This design comes from an exercise in tuning for small area on the open sky130 flow, not from production work.
The RTL was checked by simulation tests, not by an equivalence proof against the original design.
Power and IR drop assume default switching activity.

==> flow/design.v (outline; a module is shown in full before it is edited, if it fits) <==
// module dfu_unit: 210 lines
// module dfu_add: 15 lines
// module dfu_add_cs: 11 lines
// module dfu_carry: 13 lines
// module dfu_dec: 13 lines
// module dfu_inc: 13 lines
// module dfu_mul: 1082 lines
module dfu_unit (
    input  wire        clk,
    input  wire        rst,           
    input  wire [1:0]  mode,          
    input  wire [20:0] dec_d,         
    input  wire        sync,          
    input  wire        corr_we,
    input  wire [1:0]  corr_m,
    input  wire [15:0] corr_ofs,
    input  wire [15:0] corr_gain,
    input  wire        corr_commit,
    input  wire        in_valid,
    input  wire [11:0] in_code,
    input  wire [1:0]  in_member,
    input  wire [3:0]  in_flags,      
    output wire        o_valid,
    output wire [31:0] o_index,
    output wire [15:0] o_lo,
    output wire [15:0] o_hi,
    output wire [31:0] o_h32,
    output wire [11:0] o_p12,
    output wire [4:0]  o_flags,       
    output reg  [31:0] sat_count
);
  // ...
==> flow/flow/run.sh <==
#!/bin/bash
# Layout flow: the standard ORFS flow with three changes that keep the design's
# registers exactly as the standard synthesis makes them:
#  - synthesis is the standard one (synth_recipe.tcl, ABC_AREA 1) except that ABC's
#    area script maps with "amap" and leaves buffering and sizing to the placer;
#  - after synthesis, flow/polar.py moves inverters out of the netlist (full adders
#    taken in complemented form, gates swapped for complemented twins);
#  - the buffers that global placement puts on every port are buf_1.
# Each step's output goes to a log file of its own in this folder.
set -euo pipefail
export BUFFER_PORTS_ARGS="-buffer_cell sky130_fd_sc_hd__buf_1"
R=orfs/results/sky130hd/dfu_unit/base
rm -rf scripts_synth
cp -r "$FLOW_HOME/scripts" scripts_synth
printf 'strash\ndch -f\namap\ntopo\nstime -c\n' > scripts_synth/abc_area.script
bash standard.sh SCRIPTS_DIR="$PWD/scripts_synth" synth > flow_synth.log 2>&1
cp "$R/1_2_yosys.v" synth_netlist.v
python3 flow/polar.py synth_netlist.v "$R/1_2_yosys.v" > flow_polar.log 2>&1
rm -f "$R/1_synth.odb" "$R/1_synth.sdc"
bash standard.sh finish > flow_layout.log 2>&1
==> flow/standard.sh <==
#!/bin/bash
# synth_recipe.tcl (not shown) runs the flow's synth.tcl, then flattens the netlist and writes it again
# the make line also repeats each setting of config.mk as NAME=value (left out here)
make -C /OpenROAD-flow-scripts/flow DESIGN_CONFIG=/design/flow/config.mk WORK_HOME=/design/flow/orfs CLKGATE_MAP_FILE= SYNTH_SCRIPT=/design/flow/synth_recipe.tcl "${@:-finish}"
==> flow/config.mk <==
export PLATFORM = sky130hd
export DESIGN_NAME = dfu_unit
export DESIGN_NICKNAME = dfu_unit
export VERILOG_FILES = /design/flow/design.v
export SDC_FILE = /design/flow/constraint.sdc
export NUM_CORES = 4
export LEC_CHECK = 0
export ABC_AREA = 1
export CAP_MARGIN = 20
export CORE_MARGIN = 2
export CORE_UTILIZATION = 55
export CTS_CLUSTER_DIAMETER = 100
export CTS_CLUSTER_SIZE = 30
export PLACE_DENSITY = 0.7
export SLEW_MARGIN = 20
==> flow/constraint.sdc <==
create_clock -name core_clock -period 14.0 [get_ports {clk}]
set_input_delay 2.8000 -clock core_clock [delete_from_list [all_inputs] [get_ports {clk}]]
set_output_delay 2.8000 -clock core_clock [all_outputs]
set_load 0.01 [all_outputs]
Not shown: flow/flow/polar.py
==> impl_metrics.tcl, run 1 <==
set metrics [dict create \
    run_status "complete, no violations" \
    grt_use_met1 0.417 \
    p_sw_frac 0.454 \
    cts.sink_count 447 \
    multi_input_area_share 0.475 \
    ir_drop_mv 0.377 \
    pre_cts_ws_ns 0.973 \
    cp_max_fo 23 \
    worstMarginPinSlew_ns 0.985 \
    fin_worst_hold_slack_ns 0.335 \
    pin_count 227 \
    powerClk_mw 0.735 \
    initial_core_util 0.557 \
    hp-class "reg -> reg" \
    fin_total_pwr_mw 6.97 \
    final_area_mm2 0.0278 \
    dp_cells 3185 \
    drv_slew 0 \
    fin_skew_ns 0.0361 \
    dp_hpwl_um 50500 \
    die_w_um 218 \
    clock_area_frac 0.0245 \
    cts_tree "yes" \
    clock-root-buffer "clkbuf_16" \
    vias_per_cell 6.16 \
    placedInstanceArea_mm2 0.0271 \
    drtPass1Iterations 6 \
    p_seq_frac 0.246 \
    combPwrFrac 0.649 \
    antenna_found_initial 2 \
    final_common_cell "nor2_1" \
    p_sw_mw 3.16 \
    min_from "p_flags[3]" \
    nets 3028 \
    r2r_end "q_y[0]" \
    grt_overflow 0 \
    syn_area_mm2 0.0253 \
    drt-initial-drc-count 2009 \
    cts_hold_buf 0 \
    post_cts_buffers 0 \
    syn_avg_cell_area_um2 10.8 \
    n_tap_cell 600 \
    pg_comb_mw 4.52 \
    clock_latency_ns 0.58 \
]
==> run 2, diff against run 1 <==
--- a/flow/config.mk
+++ b/flow/config.mk
@@ -9,7 +9,7 @@
 export CAP_MARGIN = 20
 export CORE_MARGIN = 2
-export CORE_UTILIZATION = 55
+export CORE_UTILIZATION = 40
 export CTS_CLUSTER_DIAMETER = 100
 export CTS_CLUSTER_SIZE = 30
-export PLACE_DENSITY = 0.7
+export PLACE_DENSITY = 0.6
 export SLEW_MARGIN = 20
==> impl_metrics.tcl, run 2 <==
set metrics [dict create \
    die-area_mm2 0.0652 \
    critPathMaxStageDelay_ns 0.49 \
    fin_crit_sh 0.931 \
    met3_usage 0.0378 \
    cp_common_cell "fa_1" \
    vias 19600 \
    crit_required_ns 14.45 \
    wl_um 72600 \
    numCtsBuffers 22 \
    critPathSlowestCell "nor3_1" \
    die_w_um 255 \
    hp-class "reg -> reg" \
    drcViolationCount 0 \
    final_util 0.449 \
    clk_pin_slew_ns 0.11 \
    min_from "p_flags[1]" \
    yosysWarnings 5 \
    cp_max_fo 20 \
    fmax_mhz 76.7 \
    clock-root-buffer "clkbuf_16" \
    r2r_start "p_m[0]" \
    cp-start-kind "flop" \
    fp-row-count 92 \
    vias_per_cell 5.66 \
    p_int_mw 3.78 \
    finalHoldViolCount 0 \
    cts_max_level 1 \
    drt-initial-drc-count 1733 \
    grt_usage 0.218 \
    portBuffers 226 \
    pin_count 227 \
    startpoint "p_m[0]" \
    final_cell_mix "nor2_1, edfxtp_1, buf_1" \
    initial_core_util 0.403 \
    antenna_left 0 \
    p_sw_mw 3.08 \
    clkPwrFrac 0.113 \
    grt_pass1_wl_um 112000 \
    post_cts_buffers 0 \
    layout-drive-gt1-share 0.0347 \
    maxCapViolations 0 \
    worstMarginPinSlew_ns 1.08 \
    nets 3026 \
    grt_pass1_vias 19300 \
    dp_hpwl_um 52700 \
    timing.setup.tns_ns 0 \
    globalplace.congestion 1.00 \
    fp.coreArea_mm2 0.0627 \
    rsz0062_at_grt "no" \
    synth_fp_nets 2749 \
    syn_area_mm2 0.0253 \
    setup_viol 0 \
    clock_latency_ns 0.61 \
    p_leak_nw 11.1 \
    combPwrFrac 0.636 \
    crit_type "reg -> reg" \
    fin_ws_ns 0.961 \
    cts_tree "yes" \
    p_per_area_mw_per_mm2 244 \
    drtPass1Iterations 8 \
    drv_slew 0 \
    crit_path_end_kind "flop" \
    grt_overflow 0 \
    ir_drop_mv 0.435 \
    die_y_um 255 \
    final_area_mm2 0.0282 \
    grt_max_degree 67 \
    cts.sink_count 447 \
    pre_cts_ws_ns 0.966 \
    fin_skew_ns 0.0564 \
    syn_to_final_growth_pct 11.5 \
    syn_inst 2329 \
    max_slew_margin 0.281 \
    fin_worst_hold_slack_ns 0.341 \
    placedInstanceArea_mm2 0.0274 \
    cts_buffer_depth 3 \
    p_sw_frac 0.449 \
    final_common_cell "nor2_1" \
    syn_avg_cell_area_um2 10.8 \
    p_seq_frac 0.251 \
    fin_crit_ns 13.04 \
    busiest_layer "met2" \
    grt_util_met2 0.352 \
    run_status "complete, no violations" \
    arrival_ns 13.49 \
    wl_per_cell_um 20.9 \
    grt_use_met1 0.303 \
    antenna_found_initial 2 \
]
-- run 2: final timing paths --
check,endpoint,slack (ns),cells past startpoint
max,q_y[0],0.96,45
min reg2reg,q_flags[1],0.34,0
max reg2reg,q_y[0],0.96,45
min,q_flags[1],0.34,0
-- run 2: cell type report --
cell class	instances	area [um2]
Antenna cell	1	2.50
Clock buffer	31	584
Clock inverter	9	168
Fill cell	5932	34600
Inverter	182	683
Multi-Input combinational cell	1679	13200
Sequential cell	447	11200
Tap cell	846	1060
Timing Repair Buffer	274	1210
-- run 2: timing repair --
item | 4_1_cts | 5_1_grt
setup endpoints to repair | 0 | 3
hold buffers | 0 | 0
gates resized for setup | 0 | 1
-- run 2: critical path: cells and delay by family, from the launching register on --
| family | cells | cell delay [ns] |
|---|---|---|
| compound gates | 10 | 1.56 |
| fa+ha+maj | 22 | 7.76 |
| buf+inv | 4 | 0.93 |
| flops | 1 | 0.36 |
| simple gates | 9 | 2.25 |
-- run 2: layer usage --
layer  wire, um  vias up
met4       2090        2
li1           -     9190
met1      30900     9451
met2      33200      863
met5         13        -
met3       6290      125
-- run 2: power by group through the flow --
stage	Clock [mW]	Sequential, mW	Combinational [mW]
after floorplan	0	1.68	3.23
after global placement	0	1.74	4.34
after detailed placement	0	1.75	4.42
after CTS	0.805	1.72	4.44
after global routing	0.848	1.73	5.08
final	0.777	1.72	4.36
-- run 2: per-stage QoR --
stage / power, mW / std cells
global placement: 6.09 / 3428
detailed placement: 6.16 / 3428
global route: 7.66 / 3469
floorplan: 4.91 / 2329
finish: 6.86 / 3469
CTS: 6.97 / 3468

-- afterwards: timing with drivers on the ports --
No port has a modelled driver above. Below, the same layouts with a new extraction and two added sets of constraints. Step 1 sets driving cells, clkbuf_16 on the clock port and buf_2 on the other inputs (assumed; they add their load-dependent delay and slew). Step 2 moves the port delays by t, midway between the first and last clock arrival at a register: inputs arrive t later, outputs are due t later. That takes back most of the time a late clock gives input paths. a / b / c = ideal ports / drivers / drivers and shift; a / b = the first two.
run | shift t [ns] | setup slack, ns | clock arrival spread, ns
run 1 | 0.624 | 0.838 / 0.838 / 0.838 | 0.036 / 0.036
run 2 | 0.653 | 0.961 / 0.961 / 0.961 | 0.061 / 0.061
After both steps every run listed still meets setup and hold.
